What follows belongs to an exercise in optimizing a design on an open flow for small area, a short achievable clock period and few clock cycles per item; a production flow would make more cautious choices.
Function was checked by simulation only, so behaviour that the tests miss may differ from the original.
No activity file was given, so power comes from the tool's default toggle rates.

// lseq_core
module lseq_core (
    input  wire         clk,
    input  wire         rst,
    input  wire         start,
    output wire         ready,
    output reg          done,
    output wire [9:0]   img_addr,
    input  wire [31:0]  img_data,
    input  wire [63:0]  in_bits,
    input  wire [255:0] w_in,
    input  wire [31:0]  ltime,
    output wire [63:0]  q_bits,
    output wire [127:0] w_out,
    output wire [31:0]  exec_cost
);
make LEC_CHECK=0 CAP_MARGIN=20 CORE_MARGIN=2 CORE_UTILIZATION=50 SETUP_SLACK_MARGIN=5 SLEW_MARGIN=20 finish   # period 10.0 ns
run.sh (not shown) runs the stock make flow with config.mk's settings and CLKGATE_MAP_FILE= SYNTH_SCRIPT=/design/flow/synth_recipe.tcl, a recipe that flattens the netlist after the stock synthesis.
Testbench counts at the start, summed over its fixed seeds: cycles 137,669, items 1,920.
Then changed:
==> flow/flow/run.sh (new file) <==
#!/bin/bash
# The standard layout, with a larger setup margin for ORFS's timing repair so it keeps
# shortening the critical paths past the point the design's clock period needs.
set -euo pipefail
bash standard.sh SETUP_SLACK_MARGIN=6.0 finish > standard.log 2>&1
==> flow/standard.sh (new file) <==
#!/bin/bash
# synth_recipe.tcl (not shown) runs the flow's synth.tcl, then flattens the netlist and writes it again
# the make line also repeats each setting of config.mk as NAME=value (left out here)
make -C /OpenROAD-flow-scripts/flow DESIGN_CONFIG=/design/flow/config.mk WORK_HOME=/design/flow/orfs CLKGATE_MAP_FILE= SYNTH_SCRIPT=/design/flow/synth_recipe.tcl "${@:-finish}"
CTS_CLUSTER_DIAMETER = 60   (was unset)
CTS_CLUSTER_SIZE = 20   (was unset)
SETUP_SLACK_MARGIN = unset   (was 5)
removed: flow/run.sh
Utilization is higher by 2.8 points.
Cell count is higher slightly.
Global-route usage is higher by 2.3 points.
Design area is higher by a few percent.
Then changed:
--- a/flow/flow/run.sh
+++ b/flow/flow/run.sh
@@ -5 +5 @@
-bash standard.sh SETUP_SLACK_MARGIN=6.0 finish > standard.log 2>&1
+bash standard.sh SETUP_SLACK_MARGIN=6.5 finish > standard.log 2>&1
CTS_CLUSTER_DIAMETER = unset   (was 60)
CTS_CLUSTER_SIZE = unset   (was 20)
Effect: The new run completed with no timing, DRC or antenna violations; utilization went up by 3.5 points; cell count went up by 2.9%; setup slack improved by 0.024 ns; die area does not change; hold slack got worse by 0.0083 ns; global-route usage went up by 0.21 points.
Then changed:
--- a/flow/flow/run.sh
+++ b/flow/flow/run.sh
@@ -5 +5 @@
-bash standard.sh SETUP_SLACK_MARGIN=6.5 finish > standard.log 2>&1
+bash standard.sh SETUP_SLACK_MARGIN=6.0 finish > standard.log 2>&1
The new run went through all stages and came out clean.
Sequential power hardly moves.
Wire length went down by 2.9%.
Maximum frequency stays flat.
Final area decreases by about 4.3%.
Non-clock buffer count shrinks by 196.
Register-to-register slack loses 0.09 ns.
Clock skew went up by 0.0060 ns.
Critical path depth grows by 17.
Die area does not change.
Hold slack barely changes.


lseq_core, a different RTL version from the one above (not shown whole).
Size: about 6600 cells after synthesis, ~1200 flip-flops, ~620 I/O pins.
clock: 10.0 ns
lec_check: 0
cap_margin: 20
core_margin: 2
core_utilization: 40
slew_margin: 20
Stock flow here: none of the scripts above is used.
The first run went through all stages and came out clean.
Testbench counts at the start, summed over its fixed seeds: cycles 145,925, items 1,920.
Change:
--- a/flow/config.mk
+++ b/flow/config.mk
@@ -10,2 +10,3 @@
 export CORE_UTILIZATION = 40
+export SETUP_SLACK_MARGIN = 4
 export SLEW_MARGIN = 20
Register-to-register slack gains 620 ps.
Fmax goes up by a little under a tenth.
Worst hold slack stays flat.


Another version of the RTL of lseq_core (not shown whole).
Size: roughly 6300 cells after synthesis, about 1300 flip-flops, ~0.067 sq mm of cells after synthesis.
clock: 10.0 ns
lec_check: 0
cap_margin: 20
core_margin: 2
core_utilization: 65
setup_slack_margin: 5
slew_margin: 20
Testbench counts at the start, summed over its fixed seeds: cycles 145,925, items 1,920.
==> next run, changes <==
Settings changed: CORE_UTILIZATION 65 to 40.
The new run ran to the end with no violations.
Wire length is lower by 1.9%.
Synthesized area does not change.
Via count is lower by 7.4%.
Clock power is higher by 6.1%.

## what the ideal ports hide
How much do the figures lean on ideal ports? The routed layouts below were timed once more, with nothing changed but the port constraints.
Step 1 assumes that a clkbuf_16 drives the clock port and a buf_2 every other input.
Step 2 also shifts input and output timing later by t, the mid clock arrival at the registers, as if the neighbouring blocks saw the same clock.
Three values: ideal ports, drivers, drivers and shift; two values: the first two.
| run | shift t [ns] | setup slack, ns | cell pins on the clock port's net |
|---|---|---|---|
| the first run of note 1 | 0.867 | 4.989 / 4.907 / 4.549 | 1 |
| the second run of note 1 | 0.836 | 5.382 / 5.382 / 4.698 | 1 |
| the third run of note 1 | 0.851 | 5.405 / 5.330 / 4.867 | 1 |
| the fourth run of note 1 | 0.867 | 5.410 / 5.374 / 4.845 | 1 |
| the first run of note 2 | 0.862 | 3.727 / 3.727 / 3.727 | 1 |
| the second run of note 2 | 0.865 | 4.164 / 4.083 / 4.223 | 1 |
| the first run of note 3 | 0.856 | 4.825 / 4.862 / 4.020 | 1 |
| the second run of note 3 | 0.867 | 4.786 / 4.786 / 4.085 | 1 |
After both steps setup and hold are still met in every run listed. For the first run of note 3, which loses most, drivers alone change the setup slack by +0.037 ns; drivers and shift together by -0.805 ns.
